From an optimization exercise on the open Yosys and OpenROAD flow, aimed at small area, a short achievable clock period and few clock cycles per item; shortcuts taken in it are not production practice.
Only simulation tests tie the RTL to the original design; equivalence was not proved.

==> flow/design.v, too long to show whole: its modules and the start of the top module <==
// module lys_comp: 163 lines
// module lys_mul: 2632 lines
module lys_comp (
    input  wire        clk,
    input  wire        rst,
    input  wire        start,
    input  wire        clear,
    input  wire        handover,
    input  wire        form,       
    input  wire        unwind,
    input  wire [31:0] r,
    input  wire [31:0] y,
    input  wire [31:0] u0,
    input  wire [31:0] b0,
    input  wire [31:0] b1,
    input  wire [31:0] b2,
    input  wire [31:0] a1,
    input  wire [31:0] a2,
    input  wire [31:0] ki,
    input  wire [31:0] umin,
    input  wire [31:0] umax,
    input  wire [31:0] imin,
    input  wire [31:0] imax,
    output reg         done,
    output reg  [31:0] u,
    output reg         sat
);
  // ...
==> flow/flow/run.sh <==
#!/bin/bash
# Own layout flow: the standard synthesis and ORFS layout unchanged, except
# that
#  - timing repair (floorplan, CTS, global route) is asked for a setup slack
#    of SETUP_SLACK_MARGIN ns, so the design is sized for a shorter period
#    than the clock's;
#  - every port still gets its buffer, but a plain buf_1 (upsized by repair where needed) instead of the
#    delay-buffer cell buffer_ports picks by default.
# Each step's full output goes to a log file here.
set -uo pipefail
export SETUP_SLACK_MARGIN=15.5
export BUFFER_PORTS_ARGS="-buffer_cell sky130_fd_sc_hd__buf_1"
bash standard.sh synth > log_synth.txt 2>&1 || exit 1
bash standard.sh finish > log_finish.txt 2>&1 || exit 1
==> flow/standard.sh <==
#!/bin/bash
# synth_recipe.tcl (not shown) runs the flow's synth.tcl, then flattens the netlist and writes it again
# the make line also repeats each setting of config.mk as NAME=value (left out here)
make -C /OpenROAD-flow-scripts/flow DESIGN_CONFIG=/design/flow/config.mk WORK_HOME=/design/flow/orfs CLKGATE_MAP_FILE= SYNTH_SCRIPT=/design/flow/synth_recipe.tcl "${@:-finish}"
==> flow/config.mk <==
export PLATFORM = sky130hd
export DESIGN_NAME = lys_comp
export DESIGN_NICKNAME = lys_comp
export VERILOG_FILES = /design/flow/design.v
export SDC_FILE = /design/flow/constraint.sdc
export NUM_CORES = 4
export LEC_CHECK = 0
export ABC_AREA = 1
export CAP_MARGIN = 20
export CORE_MARGIN = 2
export CORE_UTILIZATION = 50
export CTS_CLUSTER_DIAMETER = 60
export CTS_CLUSTER_SIZE = 30
export SLEW_MARGIN = 20
==> flow/constraint.sdc <==
create_clock -name core_clock -period 21.0 [get_ports {clk}]
set_input_delay 4.2000 -clock core_clock [delete_from_list [all_inputs] [get_ports {clk}]]
set_output_delay 4.2000 -clock core_clock [all_outputs]
set_load 0.01 [all_outputs]
==> results.cfg, run 1 <==
[critical_path]
r2r_end = q[3]$_DFF_P_
cp-endpoint = u[11]
crit_path_cell_trace = buf_2
critical_path_depth = 1
reg2reg_depth = 20

[min_path]
hold_depth = 2
hold_path_end = e2[3]$_SDFFE_PP0P_

[layout]
final_common_cell = nand2_1
final_cell_mix = nand2_1, inv_1, xor2_1, dfxtp_1, o22ai_1
clock_area_frac = 0.0440
largest_register_ffs = 64
fill_cells = 11619
inv_count = 1036
multiInputGateArea_mm2 = 0.0417
buf_share = 0.0433
utilization = 0.563
multi_input_cells = 5727

[routing]
vias = 60812
finalWirelength_mm = 285

[run_status]
status = timing/DRC/antenna clean

[sta]
maxSlewHeadroom = 0.115
finalCriticalPeriod_ps = 5460
setup_viol = 0
setup_tns_ps = 0
rsz0062_at_grt = yes

[global_route]
grt_busiest_layer = met2
grt.met3_usage = 0.110

[floorplanning]
io_pins = 457
row_count = 128

[place]
place_inst = 9623

[synth]
syn-mean-instance-area_um2 = 7.73
synth-seq-cells = 666
synthXorXnorAreaFrac = 0.0967
synth-simple-area-share = 0.167
yosysTopAreaCell = dfxtp_1
yosysMostFrequentCell = nand2_1

[clock_tree]
clkLatencyLatePin_ps = 750
cts_resized = 43
Testbench counts, summed over its fixed seeds: cycles 19,330, steps 1,920.
==> module lys_comp, before the edit <==
module lys_comp (
    input  wire        clk,
    input  wire        rst,
    input  wire        start,
    input  wire        clear,
    input  wire        handover,
    input  wire        form,       
    input  wire        unwind,
    input  wire [31:0] r,
    input  wire [31:0] y,
    input  wire [31:0] u0,
    input  wire [31:0] b0,
    input  wire [31:0] b1,
    input  wire [31:0] b2,
    input  wire [31:0] a1,
    input  wire [31:0] a2,
    input  wire [31:0] ki,
    input  wire [31:0] umin,
    input  wire [31:0] umax,
    input  wire [31:0] imin,
    input  wire [31:0] imax,
    output reg         done,
    output reg  [31:0] u,
    output reg         sat
);
    reg  [9:1] p;                
    wire       p0 = ~|p;
    reg        fq, hq, uq;
    reg signed [31:0] e1, e2, h1, h2, ireg;
    reg signed [31:0] lo_u, hi_u, lo_i, hi_i;   
    reg signed [31:0] ed;        
    reg        [31:0] xc;        
    reg        [63:0] ps, pc;    
    reg               pneg;      
    reg signed [63:0] acc;       
    reg signed [31:0] q;         
    reg               msq;       
    reg signed [31:0] it;        
    reg               itlt;      
    reg               f_ubad, f_ibad;
    reg               sm_e1, sm_e, sm_e2, sm_h1, sm_h2, msub;
    reg               clr_q;
    reg               af, ai, aa;   
    wire fin = (p[7] & ~fq) | p[9];
    wire [31:0] ma = ({32{sm_e1}} & e1) | ({32{sm_e}} & ed) | ({32{sm_e2}} & e2) |
                     ({32{sm_h1}} & h1) | ({32{sm_h2}} & h2);
    wire [63:0] ms, mc;
    lys_mul mul (.a(ma), .x(xc), .sub(msub), .s(ms), .c(mc));
    wire m_neg = (|ma) & (|xc) & (ma[31] ^ xc[31] ^ msub);
    wire [31:0] xn = ({32{p0}}          & b1) |
                     ({32{p[1] &  fq}}  & ki) |
                     ({32{(p[1] & ~fq) | (p[2] & fq)}} & b0) |
                     ({32{(p[2] & ~fq) | (p[3] & fq)}} & b2) |
                     ({32{(p[3] & ~fq) | (p[4] & fq)}} & a1) |
                     ({32{(p[4] & ~fq) | p[5]}}        & a2);
    wire [63:0] opa  = ({64{~af & ~ai}} & acc) |
                       ({64{ai}} & {{5{ireg[31]}}, ireg, 27'd0});
    wire [63:0] tsum = opa + ps + pc;
    wire        ovf  = (opa[63] == pneg) && (tsum[63] != opa[63]);
    wire [63:0] asat = ovf ? (opa[63] ? 64'h8000_0000_0000_0000
                                      : 64'h7FFF_FFFF_FFFF_FFFF) : tsum;
    wire        mv_up  = tsum[26] & ((|tsum[25:0]) | tsum[27]);
    wire        mv_ok  = ((tsum[63:58] == 6'd0) && !((&tsum[57:27]) && mv_up)) ||
                         (tsum[63:58] == 6'h3F);
    wire [31:0] mv_q   = tsum[58:27] + {31'd0, mv_up};
    wire        a_msat = ovf || !mv_ok;
    wire [31:0] a_q    = a_msat ? ((ovf ? opa[63] : tsum[63]) ? 32'h8000_0000 : 32'h7FFF_FFFF)
                                : mv_q;
    wire signed [31:0] w = p[1] ? hi_i : p[2] ? it : q;
    wire        w_lo = w < lo_i;
    wire        w_hi = w > hi_i;
    wire [31:0] itc  = (f_ibad || w_lo) ? lo_i : w_hi ? hi_i : w;
    wire signed [32:0] usum = {it[31], it} + {q[31], q};
    wire signed [31:0] uraw = (usum[32] != usum[31]) ? (usum[32] ? 32'sh8000_0000 : 32'sh7FFF_FFFF)
                                                     : usum[31:0];
    wire signed [31:0] v = p[1] ? hi_u : p[2] ? it : fq ? acc[31:0] : q;
    wire        v_lt = v < lo_u;
    wire        v_lo = f_ubad || v_lt;
    wire        v_hi = v > hi_u;
    wire [31:0] u_n  = v_lo ? lo_u : v_hi ? hi_u : v;
    wire        sat_n = v_lo || v_hi || (!fq && msq);
    wire [31:0] i_n  = !sat_n ? it :
                       !uq    ? ireg :
                       v_hi   ? (itlt ? it : ireg) :
                                (itlt ? ireg : it);
    wire signed [32:0] e_sub = {acc[31], acc[31:0]} - {acc[63], acc[63:32]};
    always @(posedge clk) begin
        fq    <= form;
        hq    <= handover;
        uq    <= unwind;
        lo_u  <= umin;
        hi_u  <= umax;
        lo_i  <= imin;
        hi_i  <= imax;
        xc    <= xn;
        ps    <= ms;
        pc    <= mc;
        pneg  <= m_neg;
        q     <= a_q;
        msq   <= a_msat;
        sm_e1 <= p0 & ~handover;    
        clr_q <= clear | rst;
        sm_e  <= p[1] | (p[2] & fq);
        sm_e2 <= (p[2] & ~fq) | (p[3] & fq);
        sm_h1 <= (p[3] & ~fq) | (p[4] & fq);
        sm_h2 <= (p[4] & ~fq) | p[5];
        msub  <= (p[3] & ~fq) | p[4] | p[5];
        af    <= p[1];
        ai    <= p[2] & fq;
        aa    <= p[1] | (p[2] & ~fq) | p[3] | p[4] | p[5] | (p[6] & fq);
        if (p0)
            acc <= {y, r};
        else if (p[8])
            acc <= {q, uraw};
        else if (aa)
            acc <= asat;
        if (p[1])
            ed <= (e_sub[32] != e_sub[31]) ? (e_sub[32] ? 32'h8000_0000 : 32'h7FFF_FFFF)
                                           : e_sub[31:0];
        if (p[1]) begin
            f_ubad <= v_lt;
            f_ibad <= w_lo;
        end
        if (p0)
            it <= u0;
        else if (p[4])
            it <= itc;
        if (p[5])
            itlt <= it < ireg;
        u     <= u_n;
        sat   <= sat_n;
    end
    always @(posedge clk) begin
        if (rst) begin
            p    <= 9'd0;
            done <= 1'b0;
        end else begin
            done <= fin;
            p    <= {p[8], p[7] & fq, p[6:1] & {6{~fin}}, p0 & start};
        end
        if (clr_q) begin
            e1   <= 32'd0;
            e2   <= 32'd0;
            h1   <= 32'd0;
            h2   <= 32'd0;
            ireg <= 32'd0;
        end else if (fin) begin
            e2 <= e1;
            e1 <= ed;
            h2 <= h1;
            h1 <= fq ? acc[63:32] : u_n;
            if (fq)
                ireg <= i_n;
        end else if (p[1] && hq) begin
            e1 <= 32'd0;
            e2 <= 32'd0;
        end else if (p[2] && hq) begin
            h1   <= fq ? 32'd0 : u_n;
            h2   <= fq ? 32'd0 : u_n;
            ireg <= itc;
        end
    end
endmodule
==> run 2, diff against run 1 <==
--- a/flow/design.v
+++ b/flow/design.v
@@ -24,40 +24,57 @@
     output reg         sat
 );
     reg  [9:1] p;                
     wire       p0 = ~|p;
     reg        fq, hq, uq;
     reg signed [31:0] e1, e2, h1, h2, ireg;
     reg signed [31:0] lo_u, hi_u, lo_i, hi_i;   
     reg signed [31:0] ed;        
-    reg        [31:0] xc;        
+    reg        [31:0] ma;        
+    reg        [15:0] xd1, xd2, xdn;   
+    reg               xnz, xsg;    
     reg        [63:0] ps, pc;    
     reg               pneg;      
     reg signed [63:0] acc;       
     reg signed [31:0] q;         
     reg               msq;       
     reg signed [31:0] it;        
     reg               itlt;      
     reg               f_ubad, f_ibad;
-    reg               sm_e1, sm_e, sm_e2, sm_h1, sm_h2, msub;
     reg               clr_q;
     reg               af, ai, aa;   
     wire fin = (p[7] & ~fq) | p[9];
-    wire [31:0] ma = ({32{sm_e1}} & e1) | ({32{sm_e}} & ed) | ({32{sm_e2}} & e2) |
-                     ({32{sm_h1}} & h1) | ({32{sm_h2}} & h2);
     wire [63:0] ms, mc;
-    lys_mul mul (.a(ma), .x(xc), .sub(msub), .s(ms), .c(mc));
-    wire m_neg = (|ma) & (|xc) & (ma[31] ^ xc[31] ^ msub);
+    lys_mul mul (.a(ma), .dgone(xd1), .dgtwo(xd2), .dgneg(xdn), .s(ms), .c(mc));
+    wire m_neg = (|ma) & xnz & (ma[31] ^ xsg);
+    wire [31:0] e_n;
+    wire [31:0] man = ({32{p0 & ~handover & ~clr_q}} & e1) |
+                      ({32{p[1]}} & e_n) |
+                      ({32{p[2] & fq}} & ed) |
+                      ({32{(p[2] & ~fq) | (p[3] & fq)}} & e2) |
+                      ({32{(p[3] & ~fq) | (p[4] & fq)}} & h1) |
+                      ({32{(p[4] & ~fq) | p[5]}} & h2);
+    wire        subn = ((p[3] | p[4]) & ~fq) | ((p[4] | p[5]) & fq);   
     wire [31:0] xn = ({32{p0}}          & b1) |
                      ({32{p[1] &  fq}}  & ki) |
                      ({32{(p[1] & ~fq) | (p[2] & fq)}} & b0) |
                      ({32{(p[2] & ~fq) | (p[3] & fq)}} & b2) |
                      ({32{(p[3] & ~fq) | (p[4] & fq)}} & a1) |
                      ({32{(p[4] & ~fq) | p[5]}}        & a2);
+    wire [32:0] xp = {xn, 1'b0};
+    reg  [15:0] xd1n, xd2n, xdnn;
+    integer k;
+    always @(*) begin
+        for (k = 0; k < 16; k = k + 1) begin
+            xd1n[k] = xp[2*k+1] ^ xp[2*k];
+            xd2n[k] = (xp[2*k+2] & ~xp[2*k+1] & ~xp[2*k]) | (~xp[2*k+2] & xp[2*k+1] & xp[2*k]);
+            xdnn[k] = (xp[2*k+2] & ~(xp[2*k+1] & xp[2*k])) ^ subn;
+        end
+    end
     wire [63:0] opa  = ({64{~af & ~ai}} & acc) |
                        ({64{ai}} & {{5{ireg[31]}}, ireg, 27'd0});
     wire [63:0] tsum = opa + ps + pc;
     wire        ovf  = (opa[63] == pneg) && (tsum[63] != opa[63]);
     wire [63:0] asat = ovf ? (opa[63] ? 64'h8000_0000_0000_0000
                                       : 64'h7FFF_FFFF_FFFF_FFFF) : tsum;
     wire        mv_up  = tsum[26] & ((|tsum[25:0]) | tsum[27]);
     wire        mv_ok  = ((tsum[63:58] == 6'd0) && !((&tsum[57:27]) && mv_up)) ||
@@ -79,49 +96,49 @@
     wire        v_hi = v > hi_u;
     wire [31:0] u_n  = v_lo ? lo_u : v_hi ? hi_u : v;
     wire        sat_n = v_lo || v_hi || (!fq && msq);
     wire [31:0] i_n  = !sat_n ? it :
                        !uq    ? ireg :
                        v_hi   ? (itlt ? it : ireg) :
                                 (itlt ? ireg : it);
     wire signed [32:0] e_sub = {acc[31], acc[31:0]} - {acc[63], acc[63:32]};
+    assign e_n = (e_sub[32] != e_sub[31]) ? (e_sub[32] ? 32'h8000_0000 : 32'h7FFF_FFFF)
+                                          : e_sub[31:0];
     always @(posedge clk) begin
         fq    <= form;
         hq    <= handover;
         uq    <= unwind;
         lo_u  <= umin;
         hi_u  <= umax;
         lo_i  <= imin;
         hi_i  <= imax;
-        xc    <= xn;
+        ma    <= man;
+        xd1   <= xd1n;
+        xd2   <= xd2n;
+        xdn   <= xdnn;
+        xnz   <= |xn;
+        xsg   <= xn[31] ^ subn;
         ps    <= ms;
         pc    <= mc;
         pneg  <= m_neg;
         q     <= a_q;
         msq   <= a_msat;
-        sm_e1 <= p0 & ~handover;    
         clr_q <= clear | rst;
-        sm_e  <= p[1] | (p[2] & fq);
-        sm_e2 <= (p[2] & ~fq) | (p[3] & fq);
-        sm_h1 <= (p[3] & ~fq) | (p[4] & fq);
-        sm_h2 <= (p[4] & ~fq) | p[5];
-        msub  <= (p[3] & ~fq) | p[4] | p[5];
         af    <= p[1];
         ai    <= p[2] & fq;
         aa    <= p[1] | (p[2] & ~fq) | p[3] | p[4] | p[5] | (p[6] & fq);
         if (p0)
             acc <= {y, r};
         else if (p[8])
             acc <= {q, uraw};
         else if (aa)
             acc <= asat;
         if (p[1])
-            ed <= (e_sub[32] != e_sub[31]) ? (e_sub[32] ? 32'h8000_0000 : 32'h7FFF_FFFF)
-                                           : e_sub[31:0];
+            ed <= e_n;
         if (p[1]) begin
             f_ubad <= v_lt;
             f_ibad <= w_lo;
         end
         if (p0)
             it <= u0;
         else if (p[4])
             it <= itc;
@@ -158,18 +175,19 @@
             h1   <= fq ? 32'd0 : u_n;
             h2   <= fq ? 32'd0 : u_n;
             ireg <= itc;
         end
     end
 endmodule
 module lys_mul (
     input  wire [31:0] a,
-    input  wire [31:0] x,
-    input  wire        sub,
+    input  wire [15:0] dgone,   
+    input  wire [15:0] dgtwo,    
+    input  wire [15:0] dgneg,    
     output wire [63:0] s,
     output wire [63:0] c
 );
   wire hs1;
   wire hc2;
   wire hs3;
   wire hc4;
   wire fs5;
@@ -1123,19 +1141,19 @@
   wire fs953;
   wire fc954;
   wire fs955;
   wire fc956;
   wire fs957;
   wire fc958;
   wire hs959;
   wire hc960;
-  wire neg0 = (x[1] & ~(x[0] & 1'b0)) ^ sub;
-  wire one0 = x[0] ^ 1'b0;
-  wire two0 = (x[1] & ~x[0] & ~1'b0) | (~x[1] & x[0] & 1'b0);
+  wire neg0 = dgneg[0];
+  wire one0 = dgone[0];
+  wire two0 = dgtwo[0];
   wire pp0_0 = ((one0 & a[0]) | (two0 & 1'b0)) ^ neg0;
   wire pp0_1 = ((one0 & a[1]) | (two0 & a[0])) ^ neg0;
   wire pp0_2 = ((one0 & a[2]) | (two0 & a[1])) ^ neg0;
   wire pp0_3 = ((one0 & a[3]) | (two0 & a[2])) ^ neg0;
   wire pp0_4 = ((one0 & a[4]) | (two0 & a[3])) ^ neg0;
   wire pp0_5 = ((one0 & a[5]) | (two0 & a[4])) ^ neg0;
   wire pp0_6 = ((one0 & a[6]) | (two0 & a[5])) ^ neg0;
   wire pp0_7 = ((one0 & a[7]) | (two0 & a[6])) ^ neg0;
@@ -1159,19 +1177,19 @@
   wire pp0_25 = ((one0 & a[25]) | (two0 & a[24])) ^ neg0;
   wire pp0_26 = ((one0 & a[26]) | (two0 & a[25])) ^ neg0;
   wire pp0_27 = ((one0 & a[27]) | (two0 & a[26])) ^ neg0;
   wire pp0_28 = ((one0 & a[28]) | (two0 & a[27])) ^ neg0;
   wire pp0_29 = ((one0 & a[29]) | (two0 & a[28])) ^ neg0;
   wire pp0_30 = ((one0 & a[30]) | (two0 & a[29])) ^ neg0;
   wire pp0_31 = ((one0 & a[31]) | (two0 & a[30])) ^ neg0;
   wire pp0_32 = ((one0 & a[31]) | (two0 & a[31])) ^ neg0;
-  wire neg1 = (x[3] & ~(x[2] & x[1])) ^ sub;
-  wire one1 = x[2] ^ x[1];
-  wire two1 = (x[3] & ~x[2] & ~x[1]) | (~x[3] & x[2] & x[1]);
+  wire neg1 = dgneg[1];
+  wire one1 = dgone[1];
+  wire two1 = dgtwo[1];
   wire pp1_0 = ((one1 & a[0]) | (two1 & 1'b0)) ^ neg1;
   wire pp1_1 = ((one1 & a[1]) | (two1 & a[0])) ^ neg1;
   wire pp1_2 = ((one1 & a[2]) | (two1 & a[1])) ^ neg1;
   wire pp1_3 = ((one1 & a[3]) | (two1 & a[2])) ^ neg1;
   wire pp1_4 = ((one1 & a[4]) | (two1 & a[3])) ^ neg1;
   wire pp1_5 = ((one1 & a[5]) | (two1 & a[4])) ^ neg1;
   wire pp1_6 = ((one1 & a[6]) | (two1 & a[5])) ^ neg1;
   wire pp1_7 = ((one1 & a[7]) | (two1 & a[6])) ^ neg1;
@@ -1195,19 +1213,19 @@
   wire pp1_25 = ((one1 & a[25]) | (two1 & a[24])) ^ neg1;
   wire pp1_26 = ((one1 & a[26]) | (two1 & a[25])) ^ neg1;
   wire pp1_27 = ((one1 & a[27]) | (two1 & a[26])) ^ neg1;
   wire pp1_28 = ((one1 & a[28]) | (two1 & a[27])) ^ neg1;
   wire pp1_29 = ((one1 & a[29]) | (two1 & a[28])) ^ neg1;
   wire pp1_30 = ((one1 & a[30]) | (two1 & a[29])) ^ neg1;
   wire pp1_31 = ((one1 & a[31]) | (two1 & a[30])) ^ neg1;
   wire pp1_32 = ((one1 & a[31]) | (two1 & a[31])) ^ neg1;
-  wire neg2 = (x[5] & ~(x[4] & x[3])) ^ sub;
-  wire one2 = x[4] ^ x[3];
-  wire two2 = (x[5] & ~x[4] & ~x[3]) | (~x[5] & x[4] & x[3]);
+  wire neg2 = dgneg[2];
+  wire one2 = dgone[2];
+  wire two2 = dgtwo[2];
   wire pp2_0 = ((one2 & a[0]) | (two2 & 1'b0)) ^ neg2;
   wire pp2_1 = ((one2 & a[1]) | (two2 & a[0])) ^ neg2;
   wire pp2_2 = ((one2 & a[2]) | (two2 & a[1])) ^ neg2;
   wire pp2_3 = ((one2 & a[3]) | (two2 & a[2])) ^ neg2;
   wire pp2_4 = ((one2 & a[4]) | (two2 & a[3])) ^ neg2;
   wire pp2_5 = ((one2 & a[5]) | (two2 & a[4])) ^ neg2;
   wire pp2_6 = ((one2 & a[6]) | (two2 & a[5])) ^ neg2;
   wire pp2_7 = ((one2 & a[7]) | (two2 & a[6])) ^ neg2;
@@ -1231,19 +1249,19 @@
   wire pp2_25 = ((one2 & a[25]) | (two2 & a[24])) ^ neg2;
   wire pp2_26 = ((one2 & a[26]) | (two2 & a[25])) ^ neg2;
   wire pp2_27 = ((one2 & a[27]) | (two2 & a[26])) ^ neg2;
   wire pp2_28 = ((one2 & a[28]) | (two2 & a[27])) ^ neg2;
   wire pp2_29 = ((one2 & a[29]) | (two2 & a[28])) ^ neg2;
   wire pp2_30 = ((one2 & a[30]) | (two2 & a[29])) ^ neg2;
   wire pp2_31 = ((one2 & a[31]) | (two2 & a[30])) ^ neg2;
   wire pp2_32 = ((one2 & a[31]) | (two2 & a[31])) ^ neg2;
-  wire neg3 = (x[7] & ~(x[6] & x[5])) ^ sub;
-  wire one3 = x[6] ^ x[5];
-  wire two3 = (x[7] & ~x[6] & ~x[5]) | (~x[7] & x[6] & x[5]);
+  wire neg3 = dgneg[3];
+  wire one3 = dgone[3];
+  wire two3 = dgtwo[3];
   wire pp3_0 = ((one3 & a[0]) | (two3 & 1'b0)) ^ neg3;
   wire pp3_1 = ((one3 & a[1]) | (two3 & a[0])) ^ neg3;
   wire pp3_2 = ((one3 & a[2]) | (two3 & a[1])) ^ neg3;
   wire pp3_3 = ((one3 & a[3]) | (two3 & a[2])) ^ neg3;
   wire pp3_4 = ((one3 & a[4]) | (two3 & a[3])) ^ neg3;
   wire pp3_5 = ((one3 & a[5]) | (two3 & a[4])) ^ neg3;
   wire pp3_6 = ((one3 & a[6]) | (two3 & a[5])) ^ neg3;
   wire pp3_7 = ((one3 & a[7]) | (two3 & a[6])) ^ neg3;
@@ -1267,19 +1285,19 @@
   wire pp3_25 = ((one3 & a[25]) | (two3 & a[24])) ^ neg3;
   wire pp3_26 = ((one3 & a[26]) | (two3 & a[25])) ^ neg3;
   wire pp3_27 = ((one3 & a[27]) | (two3 & a[26])) ^ neg3;
   wire pp3_28 = ((one3 & a[28]) | (two3 & a[27])) ^ neg3;
   wire pp3_29 = ((one3 & a[29]) | (two3 & a[28])) ^ neg3;
   wire pp3_30 = ((one3 & a[30]) | (two3 & a[29])) ^ neg3;
   wire pp3_31 = ((one3 & a[31]) | (two3 & a[30])) ^ neg3;
   wire pp3_32 = ((one3 & a[31]) | (two3 & a[31])) ^ neg3;
-  wire neg4 = (x[9] & ~(x[8] & x[7])) ^ sub;
-  wire one4 = x[8] ^ x[7];
-  wire two4 = (x[9] & ~x[8] & ~x[7]) | (~x[9] & x[8] & x[7]);
+  wire neg4 = dgneg[4];
+  wire one4 = dgone[4];
+  wire two4 = dgtwo[4];
   wire pp4_0 = ((one4 & a[0]) | (two4 & 1'b0)) ^ neg4;
   wire pp4_1 = ((one4 & a[1]) | (two4 & a[0])) ^ neg4;
   wire pp4_2 = ((one4 & a[2]) | (two4 & a[1])) ^ neg4;
   wire pp4_3 = ((one4 & a[3]) | (two4 & a[2])) ^ neg4;
   wire pp4_4 = ((one4 & a[4]) | (two4 & a[3])) ^ neg4;
   wire pp4_5 = ((one4 & a[5]) | (two4 & a[4])) ^ neg4;
   wire pp4_6 = ((one4 & a[6]) | (two4 & a[5])) ^ neg4;
   wire pp4_7 = ((one4 & a[7]) | (two4 & a[6])) ^ neg4;
@@ -1303,19 +1321,19 @@
   wire pp4_25 = ((one4 & a[25]) | (two4 & a[24])) ^ neg4;
   wire pp4_26 = ((one4 & a[26]) | (two4 & a[25])) ^ neg4;
   wire pp4_27 = ((one4 & a[27]) | (two4 & a[26])) ^ neg4;
   wire pp4_28 = ((one4 & a[28]) | (two4 & a[27])) ^ neg4;
   wire pp4_29 = ((one4 & a[29]) | (two4 & a[28])) ^ neg4;
   wire pp4_30 = ((one4 & a[30]) | (two4 & a[29])) ^ neg4;
   wire pp4_31 = ((one4 & a[31]) | (two4 & a[30])) ^ neg4;
   wire pp4_32 = ((one4 & a[31]) | (two4 & a[31])) ^ neg4;
-  wire neg5 = (x[11] & ~(x[10] & x[9])) ^ sub;
-  wire one5 = x[10] ^ x[9];
-  wire two5 = (x[11] & ~x[10] & ~x[9]) | (~x[11] & x[10] & x[9]);
+  wire neg5 = dgneg[5];
+  wire one5 = dgone[5];
+  wire two5 = dgtwo[5];
   wire pp5_0 = ((one5 & a[0]) | (two5 & 1'b0)) ^ neg5;
   wire pp5_1 = ((one5 & a[1]) | (two5 & a[0])) ^ neg5;
   wire pp5_2 = ((one5 & a[2]) | (two5 & a[1])) ^ neg5;
   wire pp5_3 = ((one5 & a[3]) | (two5 & a[2])) ^ neg5;
   wire pp5_4 = ((one5 & a[4]) | (two5 & a[3])) ^ neg5;
   wire pp5_5 = ((one5 & a[5]) | (two5 & a[4])) ^ neg5;
   wire pp5_6 = ((one5 & a[6]) | (two5 & a[5])) ^ neg5;
   wire pp5_7 = ((one5 & a[7]) | (two5 & a[6])) ^ neg5;
@@ -1339,19 +1357,19 @@
   wire pp5_25 = ((one5 & a[25]) | (two5 & a[24])) ^ neg5;
   wire pp5_26 = ((one5 & a[26]) | (two5 & a[25])) ^ neg5;
   wire pp5_27 = ((one5 & a[27]) | (two5 & a[26])) ^ neg5;
   wire pp5_28 = ((one5 & a[28]) | (two5 & a[27])) ^ neg5;
   wire pp5_29 = ((one5 & a[29]) | (two5 & a[28])) ^ neg5;
   wire pp5_30 = ((one5 & a[30]) | (two5 & a[29])) ^ neg5;
   wire pp5_31 = ((one5 & a[31]) | (two5 & a[30])) ^ neg5;
   wire pp5_32 = ((one5 & a[31]) | (two5 & a[31])) ^ neg5;
-  wire neg6 = (x[13] & ~(x[12] & x[11])) ^ sub;
-  wire one6 = x[12] ^ x[11];
-  wire two6 = (x[13] & ~x[12] & ~x[11]) | (~x[13] & x[12] & x[11]);
+  wire neg6 = dgneg[6];
+  wire one6 = dgone[6];
+  wire two6 = dgtwo[6];
   wire pp6_0 = ((one6 & a[0]) | (two6 & 1'b0)) ^ neg6;
   wire pp6_1 = ((one6 & a[1]) | (two6 & a[0])) ^ neg6;
   wire pp6_2 = ((one6 & a[2]) | (two6 & a[1])) ^ neg6;
   wire pp6_3 = ((one6 & a[3]) | (two6 & a[2])) ^ neg6;
   wire pp6_4 = ((one6 & a[4]) | (two6 & a[3])) ^ neg6;
   wire pp6_5 = ((one6 & a[5]) | (two6 & a[4])) ^ neg6;
   wire pp6_6 = ((one6 & a[6]) | (two6 & a[5])) ^ neg6;
   wire pp6_7 = ((one6 & a[7]) | (two6 & a[6])) ^ neg6;
@@ -1375,19 +1393,19 @@
   wire pp6_25 = ((one6 & a[25]) | (two6 & a[24])) ^ neg6;
   wire pp6_26 = ((one6 & a[26]) | (two6 & a[25])) ^ neg6;
   wire pp6_27 = ((one6 & a[27]) | (two6 & a[26])) ^ neg6;
   wire pp6_28 = ((one6 & a[28]) | (two6 & a[27])) ^ neg6;
   wire pp6_29 = ((one6 & a[29]) | (two6 & a[28])) ^ neg6;
   wire pp6_30 = ((one6 & a[30]) | (two6 & a[29])) ^ neg6;
   wire pp6_31 = ((one6 & a[31]) | (two6 & a[30])) ^ neg6;
   wire pp6_32 = ((one6 & a[31]) | (two6 & a[31])) ^ neg6;
-  wire neg7 = (x[15] & ~(x[14] & x[13])) ^ sub;
-  wire one7 = x[14] ^ x[13];
-  wire two7 = (x[15] & ~x[14] & ~x[13]) | (~x[15] & x[14] & x[13]);
+  wire neg7 = dgneg[7];
+  wire one7 = dgone[7];
+  wire two7 = dgtwo[7];
   wire pp7_0 = ((one7 & a[0]) | (two7 & 1'b0)) ^ neg7;
   wire pp7_1 = ((one7 & a[1]) | (two7 & a[0])) ^ neg7;
   wire pp7_2 = ((one7 & a[2]) | (two7 & a[1])) ^ neg7;
   wire pp7_3 = ((one7 & a[3]) | (two7 & a[2])) ^ neg7;
   wire pp7_4 = ((one7 & a[4]) | (two7 & a[3])) ^ neg7;
   wire pp7_5 = ((one7 & a[5]) | (two7 & a[4])) ^ neg7;
   wire pp7_6 = ((one7 & a[6]) | (two7 & a[5])) ^ neg7;
   wire pp7_7 = ((one7 & a[7]) | (two7 & a[6])) ^ neg7;
@@ -1411,19 +1429,19 @@
   wire pp7_25 = ((one7 & a[25]) | (two7 & a[24])) ^ neg7;
   wire pp7_26 = ((one7 & a[26]) | (two7 & a[25])) ^ neg7;
   wire pp7_27 = ((one7 & a[27]) | (two7 & a[26])) ^ neg7;
   wire pp7_28 = ((one7 & a[28]) | (two7 & a[27])) ^ neg7;
   wire pp7_29 = ((one7 & a[29]) | (two7 & a[28])) ^ neg7;
   wire pp7_30 = ((one7 & a[30]) | (two7 & a[29])) ^ neg7;
   wire pp7_31 = ((one7 & a[31]) | (two7 & a[30])) ^ neg7;
   wire pp7_32 = ((one7 & a[31]) | (two7 & a[31])) ^ neg7;
-  wire neg8 = (x[17] & ~(x[16] & x[15])) ^ sub;
-  wire one8 = x[16] ^ x[15];
-  wire two8 = (x[17] & ~x[16] & ~x[15]) | (~x[17] & x[16] & x[15]);
+  wire neg8 = dgneg[8];
+  wire one8 = dgone[8];
+  wire two8 = dgtwo[8];
   wire pp8_0 = ((one8 & a[0]) | (two8 & 1'b0)) ^ neg8;
   wire pp8_1 = ((one8 & a[1]) | (two8 & a[0])) ^ neg8;
   wire pp8_2 = ((one8 & a[2]) | (two8 & a[1])) ^ neg8;
   wire pp8_3 = ((one8 & a[3]) | (two8 & a[2])) ^ neg8;
   wire pp8_4 = ((one8 & a[4]) | (two8 & a[3])) ^ neg8;
   wire pp8_5 = ((one8 & a[5]) | (two8 & a[4])) ^ neg8;
   wire pp8_6 = ((one8 & a[6]) | (two8 & a[5])) ^ neg8;
   wire pp8_7 = ((one8 & a[7]) | (two8 & a[6])) ^ neg8;
@@ -1447,19 +1465,19 @@
   wire pp8_25 = ((one8 & a[25]) | (two8 & a[24])) ^ neg8;
   wire pp8_26 = ((one8 & a[26]) | (two8 & a[25])) ^ neg8;
   wire pp8_27 = ((one8 & a[27]) | (two8 & a[26])) ^ neg8;
   wire pp8_28 = ((one8 & a[28]) | (two8 & a[27])) ^ neg8;
   wire pp8_29 = ((one8 & a[29]) | (two8 & a[28])) ^ neg8;
   wire pp8_30 = ((one8 & a[30]) | (two8 & a[29])) ^ neg8;
   wire pp8_31 = ((one8 & a[31]) | (two8 & a[30])) ^ neg8;
   wire pp8_32 = ((one8 & a[31]) | (two8 & a[31])) ^ neg8;
-  wire neg9 = (x[19] & ~(x[18] & x[17])) ^ sub;
-  wire one9 = x[18] ^ x[17];
-  wire two9 = (x[19] & ~x[18] & ~x[17]) | (~x[19] & x[18] & x[17]);
+  wire neg9 = dgneg[9];
+  wire one9 = dgone[9];
+  wire two9 = dgtwo[9];
   wire pp9_0 = ((one9 & a[0]) | (two9 & 1'b0)) ^ neg9;
   wire pp9_1 = ((one9 & a[1]) | (two9 & a[0])) ^ neg9;
   wire pp9_2 = ((one9 & a[2]) | (two9 & a[1])) ^ neg9;
   wire pp9_3 = ((one9 & a[3]) | (two9 & a[2])) ^ neg9;
   wire pp9_4 = ((one9 & a[4]) | (two9 & a[3])) ^ neg9;
   wire pp9_5 = ((one9 & a[5]) | (two9 & a[4])) ^ neg9;
   wire pp9_6 = ((one9 & a[6]) | (two9 & a[5])) ^ neg9;
   wire pp9_7 = ((one9 & a[7]) | (two9 & a[6])) ^ neg9;
@@ -1483,19 +1501,19 @@
   wire pp9_25 = ((one9 & a[25]) | (two9 & a[24])) ^ neg9;
   wire pp9_26 = ((one9 & a[26]) | (two9 & a[25])) ^ neg9;
   wire pp9_27 = ((one9 & a[27]) | (two9 & a[26])) ^ neg9;
   wire pp9_28 = ((one9 & a[28]) | (two9 & a[27])) ^ neg9;
   wire pp9_29 = ((one9 & a[29]) | (two9 & a[28])) ^ neg9;
   wire pp9_30 = ((one9 & a[30]) | (two9 & a[29])) ^ neg9;
   wire pp9_31 = ((one9 & a[31]) | (two9 & a[30])) ^ neg9;
   wire pp9_32 = ((one9 & a[31]) | (two9 & a[31])) ^ neg9;
-  wire neg10 = (x[21] & ~(x[20] & x[19])) ^ sub;
-  wire one10 = x[20] ^ x[19];
-  wire two10 = (x[21] & ~x[20] & ~x[19]) | (~x[21] & x[20] & x[19]);
+  wire neg10 = dgneg[10];
+  wire one10 = dgone[10];
+  wire two10 = dgtwo[10];
   wire pp10_0 = ((one10 & a[0]) | (two10 & 1'b0)) ^ neg10;
   wire pp10_1 = ((one10 & a[1]) | (two10 & a[0])) ^ neg10;
   wire pp10_2 = ((one10 & a[2]) | (two10 & a[1])) ^ neg10;
   wire pp10_3 = ((one10 & a[3]) | (two10 & a[2])) ^ neg10;
   wire pp10_4 = ((one10 & a[4]) | (two10 & a[3])) ^ neg10;
   wire pp10_5 = ((one10 & a[5]) | (two10 & a[4])) ^ neg10;
   wire pp10_6 = ((one10 & a[6]) | (two10 & a[5])) ^ neg10;
   wire pp10_7 = ((one10 & a[7]) | (two10 & a[6])) ^ neg10;
@@ -1519,19 +1537,19 @@
   wire pp10_25 = ((one10 & a[25]) | (two10 & a[24])) ^ neg10;
   wire pp10_26 = ((one10 & a[26]) | (two10 & a[25])) ^ neg10;
   wire pp10_27 = ((one10 & a[27]) | (two10 & a[26])) ^ neg10;
   wire pp10_28 = ((one10 & a[28]) | (two10 & a[27])) ^ neg10;
   wire pp10_29 = ((one10 & a[29]) | (two10 & a[28])) ^ neg10;
   wire pp10_30 = ((one10 & a[30]) | (two10 & a[29])) ^ neg10;
   wire pp10_31 = ((one10 & a[31]) | (two10 & a[30])) ^ neg10;
   wire pp10_32 = ((one10 & a[31]) | (two10 & a[31])) ^ neg10;
-  wire neg11 = (x[23] & ~(x[22] & x[21])) ^ sub;
-  wire one11 = x[22] ^ x[21];
-  wire two11 = (x[23] & ~x[22] & ~x[21]) | (~x[23] & x[22] & x[21]);
+  wire neg11 = dgneg[11];
+  wire one11 = dgone[11];
+  wire two11 = dgtwo[11];
   wire pp11_0 = ((one11 & a[0]) | (two11 & 1'b0)) ^ neg11;
   wire pp11_1 = ((one11 & a[1]) | (two11 & a[0])) ^ neg11;
   wire pp11_2 = ((one11 & a[2]) | (two11 & a[1])) ^ neg11;
   wire pp11_3 = ((one11 & a[3]) | (two11 & a[2])) ^ neg11;
   wire pp11_4 = ((one11 & a[4]) | (two11 & a[3])) ^ neg11;
   wire pp11_5 = ((one11 & a[5]) | (two11 & a[4])) ^ neg11;
   wire pp11_6 = ((one11 & a[6]) | (two11 & a[5])) ^ neg11;
   wire pp11_7 = ((one11 & a[7]) | (two11 & a[6])) ^ neg11;
@@ -1555,19 +1573,19 @@
   wire pp11_25 = ((one11 & a[25]) | (two11 & a[24])) ^ neg11;
   wire pp11_26 = ((one11 & a[26]) | (two11 & a[25])) ^ neg11;
   wire pp11_27 = ((one11 & a[27]) | (two11 & a[26])) ^ neg11;
   wire pp11_28 = ((one11 & a[28]) | (two11 & a[27])) ^ neg11;
   wire pp11_29 = ((one11 & a[29]) | (two11 & a[28])) ^ neg11;
   wire pp11_30 = ((one11 & a[30]) | (two11 & a[29])) ^ neg11;
   wire pp11_31 = ((one11 & a[31]) | (two11 & a[30])) ^ neg11;
   wire pp11_32 = ((one11 & a[31]) | (two11 & a[31])) ^ neg11;
-  wire neg12 = (x[25] & ~(x[24] & x[23])) ^ sub;
-  wire one12 = x[24] ^ x[23];
-  wire two12 = (x[25] & ~x[24] & ~x[23]) | (~x[25] & x[24] & x[23]);
+  wire neg12 = dgneg[12];
+  wire one12 = dgone[12];
+  wire two12 = dgtwo[12];
   wire pp12_0 = ((one12 & a[0]) | (two12 & 1'b0)) ^ neg12;
   wire pp12_1 = ((one12 & a[1]) | (two12 & a[0])) ^ neg12;
   wire pp12_2 = ((one12 & a[2]) | (two12 & a[1])) ^ neg12;
   wire pp12_3 = ((one12 & a[3]) | (two12 & a[2])) ^ neg12;
   wire pp12_4 = ((one12 & a[4]) | (two12 & a[3])) ^ neg12;
   wire pp12_5 = ((one12 & a[5]) | (two12 & a[4])) ^ neg12;
   wire pp12_6 = ((one12 & a[6]) | (two12 & a[5])) ^ neg12;
   wire pp12_7 = ((one12 & a[7]) | (two12 & a[6])) ^ neg12;
@@ -1591,19 +1609,19 @@
   wire pp12_25 = ((one12 & a[25]) | (two12 & a[24])) ^ neg12;
   wire pp12_26 = ((one12 & a[26]) | (two12 & a[25])) ^ neg12;
   wire pp12_27 = ((one12 & a[27]) | (two12 & a[26])) ^ neg12;
   wire pp12_28 = ((one12 & a[28]) | (two12 & a[27])) ^ neg12;
   wire pp12_29 = ((one12 & a[29]) | (two12 & a[28])) ^ neg12;
   wire pp12_30 = ((one12 & a[30]) | (two12 & a[29])) ^ neg12;
   wire pp12_31 = ((one12 & a[31]) | (two12 & a[30])) ^ neg12;
   wire pp12_32 = ((one12 & a[31]) | (two12 & a[31])) ^ neg12;
-  wire neg13 = (x[27] & ~(x[26] & x[25])) ^ sub;
-  wire one13 = x[26] ^ x[25];
-  wire two13 = (x[27] & ~x[26] & ~x[25]) | (~x[27] & x[26] & x[25]);
+  wire neg13 = dgneg[13];
+  wire one13 = dgone[13];
+  wire two13 = dgtwo[13];
   wire pp13_0 = ((one13 & a[0]) | (two13 & 1'b0)) ^ neg13;
   wire pp13_1 = ((one13 & a[1]) | (two13 & a[0])) ^ neg13;
   wire pp13_2 = ((one13 & a[2]) | (two13 & a[1])) ^ neg13;
   wire pp13_3 = ((one13 & a[3]) | (two13 & a[2])) ^ neg13;
   wire pp13_4 = ((one13 & a[4]) | (two13 & a[3])) ^ neg13;
   wire pp13_5 = ((one13 & a[5]) | (two13 & a[4])) ^ neg13;
   wire pp13_6 = ((one13 & a[6]) | (two13 & a[5])) ^ neg13;
   wire pp13_7 = ((one13 & a[7]) | (two13 & a[6])) ^ neg13;
@@ -1627,19 +1645,19 @@
   wire pp13_25 = ((one13 & a[25]) | (two13 & a[24])) ^ neg13;
   wire pp13_26 = ((one13 & a[26]) | (two13 & a[25])) ^ neg13;
   wire pp13_27 = ((one13 & a[27]) | (two13 & a[26])) ^ neg13;
   wire pp13_28 = ((one13 & a[28]) | (two13 & a[27])) ^ neg13;
   wire pp13_29 = ((one13 & a[29]) | (two13 & a[28])) ^ neg13;
   wire pp13_30 = ((one13 & a[30]) | (two13 & a[29])) ^ neg13;
   wire pp13_31 = ((one13 & a[31]) | (two13 & a[30])) ^ neg13;
   wire pp13_32 = ((one13 & a[31]) | (two13 & a[31])) ^ neg13;
-  wire neg14 = (x[29] & ~(x[28] & x[27])) ^ sub;
-  wire one14 = x[28] ^ x[27];
-  wire two14 = (x[29] & ~x[28] & ~x[27]) | (~x[29] & x[28] & x[27]);
+  wire neg14 = dgneg[14];
+  wire one14 = dgone[14];
+  wire two14 = dgtwo[14];
   wire pp14_0 = ((one14 & a[0]) | (two14 & 1'b0)) ^ neg14;
   wire pp14_1 = ((one14 & a[1]) | (two14 & a[0])) ^ neg14;
   wire pp14_2 = ((one14 & a[2]) | (two14 & a[1])) ^ neg14;
   wire pp14_3 = ((one14 & a[3]) | (two14 & a[2])) ^ neg14;
   wire pp14_4 = ((one14 & a[4]) | (two14 & a[3])) ^ neg14;
   wire pp14_5 = ((one14 & a[5]) | (two14 & a[4])) ^ neg14;
   wire pp14_6 = ((one14 & a[6]) | (two14 & a[5])) ^ neg14;
   wire pp14_7 = ((one14 & a[7]) | (two14 & a[6])) ^ neg14;
@@ -1663,19 +1681,19 @@
   wire pp14_25 = ((one14 & a[25]) | (two14 & a[24])) ^ neg14;
   wire pp14_26 = ((one14 & a[26]) | (two14 & a[25])) ^ neg14;
   wire pp14_27 = ((one14 & a[27]) | (two14 & a[26])) ^ neg14;
   wire pp14_28 = ((one14 & a[28]) | (two14 & a[27])) ^ neg14;
   wire pp14_29 = ((one14 & a[29]) | (two14 & a[28])) ^ neg14;
   wire pp14_30 = ((one14 & a[30]) | (two14 & a[29])) ^ neg14;
   wire pp14_31 = ((one14 & a[31]) | (two14 & a[30])) ^ neg14;
   wire pp14_32 = ((one14 & a[31]) | (two14 & a[31])) ^ neg14;
-  wire neg15 = (x[31] & ~(x[30] & x[29])) ^ sub;
-  wire one15 = x[30] ^ x[29];
-  wire two15 = (x[31] & ~x[30] & ~x[29]) | (~x[31] & x[30] & x[29]);
+  wire neg15 = dgneg[15];
+  wire one15 = dgone[15];
+  wire two15 = dgtwo[15];
   wire pp15_0 = ((one15 & a[0]) | (two15 & 1'b0)) ^ neg15;
   wire pp15_1 = ((one15 & a[1]) | (two15 & a[0])) ^ neg15;
   wire pp15_2 = ((one15 & a[2]) | (two15 & a[1])) ^ neg15;
   wire pp15_3 = ((one15 & a[3]) | (two15 & a[2])) ^ neg15;
   wire pp15_4 = ((one15 & a[4]) | (two15 & a[3])) ^ neg15;
   wire pp15_5 = ((one15 & a[5]) | (two15 & a[4])) ^ neg15;
   wire pp15_6 = ((one15 & a[6]) | (two15 & a[5])) ^ neg15;
   wire pp15_7 = ((one15 & a[7]) | (two15 & a[6])) ^ neg15;
==> flow/config.mk (replaced) <==
export PLATFORM = sky130hd
export DESIGN_NAME = lys_comp
export DESIGN_NICKNAME = lys_comp
export VERILOG_FILES = /design/flow/design.v
export SDC_FILE = /design/flow/constraint.sdc
export NUM_CORES = 4
export LEC_CHECK = 0
export ABC_AREA = 1
export CAP_MARGIN = 20
export CORE_MARGIN = 2
export CORE_UTILIZATION = 50
export SLEW_MARGIN = 20
==> results.cfg, run 2 <==
[synth]
synth_area_mm2 = 0.0635
synth_area_leaders = dfxtp_1, fa_1, nand2_1, xor2_1, inv_1
syn_nets = 9686
ys_warn_count = 1
synth-edff-count = 131
synthXorXnorAreaFrac = 0.0860
synth_top_family_by_area = adder cells
synth_fa_ha_area_frac = 0.221
synth_mux_area_frac = 0
ys_types = 63
synth-simple-area-share = 0.175
async_reset_ff_frac = 0
synth_compound_area_frac = 0.165
synth_ff_type = dfxtp_1
synth_commonest_cells = nand2_1, inv_1, o22ai_1
synth-seq-cells = 710
synth_top_area_share = 0.182
yosysMostFrequentCell = nand2_1
yosysTopAreaCell = dfxtp_1
syn_inst = 8427
seq_area_frac_synth = 0.244
syn-mean-instance-area_um2 = 7.54

[floorplanning]
dieWidth_um = 360
io_pins = 457
die_area_mm2 = 0.130
initial_utilization = 0.505
core_area_mm2 = 0.126
dieHeight_um = 360
row_count = 130

[critical_path]
end_kind = register
worstSetupPathType = in -> reg
cp-start-kind = primary input
rrSetupSlack_ps = 15500
rr_startpoint = ai$_DFF_P_
crit_fanout = 4
reg2reg_depth = 23
cp_data_arrival_time_ps = 6070
r2r_end = q[9]$_DFF_P_
required_ps = 21570

[place]
io_buffers = 456
gp_congestion = 1.13
place_inst = 10163
dpl.hpwl_mm = 234
place_area_mm2 = 0.0663

[clock_tree]
clockBufferDepth = 3
cts_tree = done
cts.sinks = 710
clkTransAtPathRegs_ps = 60
clkLatencyLatePin_ps = 750
cts_root_buffer = clkbuf_16
numCtsBuffers = 84
htree_num_levels = 3
ctsHoldBuffers = 0

[routing]
vias_per_cell = 6.26
ant_nets = 0
vias = 64768
finalWirelength_mm = 308
wl_per_cell_um = 29.8
dr.pass1.iters = 10
drt_iter0_markers = 9030
drcViolationCount = 0

[global_route]
grt_max_degree = 97
overflow = 0
grt_pass1_vias = 62061
grt_usage = 0.461
grt_pass1_wl_mm = 435
antenna_found_initial = 34

[layout]
largest_register_ffs = 64
syn2layout_area_growth_pct = 9.81
final_cell_mix = nand2_1, inv_1, o22ai_1, xor2_1, dfxtp_1
drive_above_1_share = 0.0532
post_layout_nonfiller_instances = 10353
reg.largest.list = acc: 64 flops, ps: 63 flops, pc: 62 flops
nets = 9871
final_common_cell = nand2_1
largest_register = acc
stdcell_area_mm2 = 0.0697

[sta]
final-hold-violation-count = 0
maxSlewHeadroom = 0.123
slew_viol_final = 0
min_period_over_period = 0.262
tightest_slew_ps = 1300
rsz0062_at_grt = no
finalCriticalPeriod_ps = 5510
setup_viol = 0
setup_tns_ps = 0
fin_worst_skew_ps = 70.8
max_freq_mhz = 182

[min_path]
hold_depth = 2
hp-start = p[6]$_SDFF_PP0_
min_path_type = reg -> reg
hold_path_end = p[7]$_SDFF_PP0_

[run]
maxCapViolations = 0

[run_status]
status = timing/DRC/antenna clean
==> run 2: timing repair <==
action                     in CTS  in global routing
setup endpoints to repair     130                170
gates resized for setup        28                 36
buffers inserted                3                  7
pin swaps                       0                  0
cloned                          1                  1
==> run 2: stage by stage <==
stage / hold WS (ps) / util / worst slack [ps]
final: 473 / 0.554 / 15490
after detailed placement: 454 / 0.527 / 14200
after global placement: 454 / 0.527 / 14330
after CTS: 467 / 0.552 / 15510
after global routing: 499 / 0.554 / 15500
after floorplan: 329 / - / 15620
==> run 2: layer usage <==
| metal | up-vias | GRT usage | wire length, um |
|---|---|---|---|
| met5 | - | 0 | 278 |
| met4 | 34 | 0.347 | 29000 |
| met3 | 1384 | 0.143 | 39100 |
| met2 | 4966 | 0.694 | 131000 |
| met1 | 30464 | 0.553 | 109000 |
| li1 | 27920 | - | - |
==> run 2: logic make-up (layout without fill, tap and decap cells) <==
kind of cell / count (synthesis) / in the layout
compound gates: 1800 / 1800
other cells: 0 / 21
flops: 710 / 710
fa+ha+maj: 836 / 836
xor+xnor: 622 / 622
simple gates: 2649 / 2650
buf+inv: 1810 / 2064
==> run 2: final cells by class <==
class | count | area, um^2
Clock buffer | 110 | 2400
Timing Repair Buffer | 583 | 2720
Clock inverter | 46 | 654
Fill cell | 12206 | 56100
Antenna cell | 21 | 52.6
Tap cell | 1650 | 2060
Multi-Input combinational cell | 5908 | 41300
Timing Repair inverter | 1 | 7.51
Sequential cell | 710 | 15500
Inverter | 1324 | 5010
==> run 2: worst max-delay path by stage <==
stage	endpoint	slack (ps)	depth (start not counted)	startpoint
global route	q[9]$_DFF_P_	15500	23	ai$_DFF_P_
global placement	ma[25]$_DFF_P_	14330	6	handover
floorplan	xdn[9]$_DFF_P_	15620	7	b2[17]
finish	xdn[9]$_DFF_P_	15490	8	b0[17]
CTS	q[9]$_DFF_P_	15510	23	ai$_DFF_P_
detailed placement	ma[28]$_DFF_P_	14200	6	handover
==> run 2: critical path, cell delays in order <==
cell and delay (ps):
buf_1 70, nand2_1 260, nand3_1 230, nor4_1 590, inv_1 200, ha_1 250, a31oi_1 190, xnor2_1 90
Testbench counts of run 2, summed over its fixed seeds: cycles 19,330, steps 1,920.

==> port drivers added, routing unchanged <==
How much do the figures lean on ideal ports? The routed layouts below were timed once more, with nothing changed but the port constraints.
Step 1 assumes that a clkbuf_16 drives the clock port and a buf_2 every other input.
Step 2 times the ports against the registers' clock, not the clock port: input delays grow and output delays shrink by t, the midpoint of the rising clock arrivals with the driver on.
Three values: ideal ports, drivers, drivers and shift; two values: the first two.
| run | t (ns) | slack for setup (ns) | worst hold slack (ns) | worst register clock-pin slew, ns |
|---|---|---|---|---|
| run 1 | 0.803 | 15.537 / 15.451 / 15.600 | 0.449 / 0.449 / 0.449 | 0.09 / 0.09 |
| run 2 | 0.809 | 15.493 / 15.447 / 14.754 | 0.473 / 0.473 / 0.473 | 0.08 / 0.08 |
After both steps setup and hold are still met in every run listed. The setup slack of run 2, which loses most, moves by -0.046 ns with the drivers and by -0.739 ns with both steps.
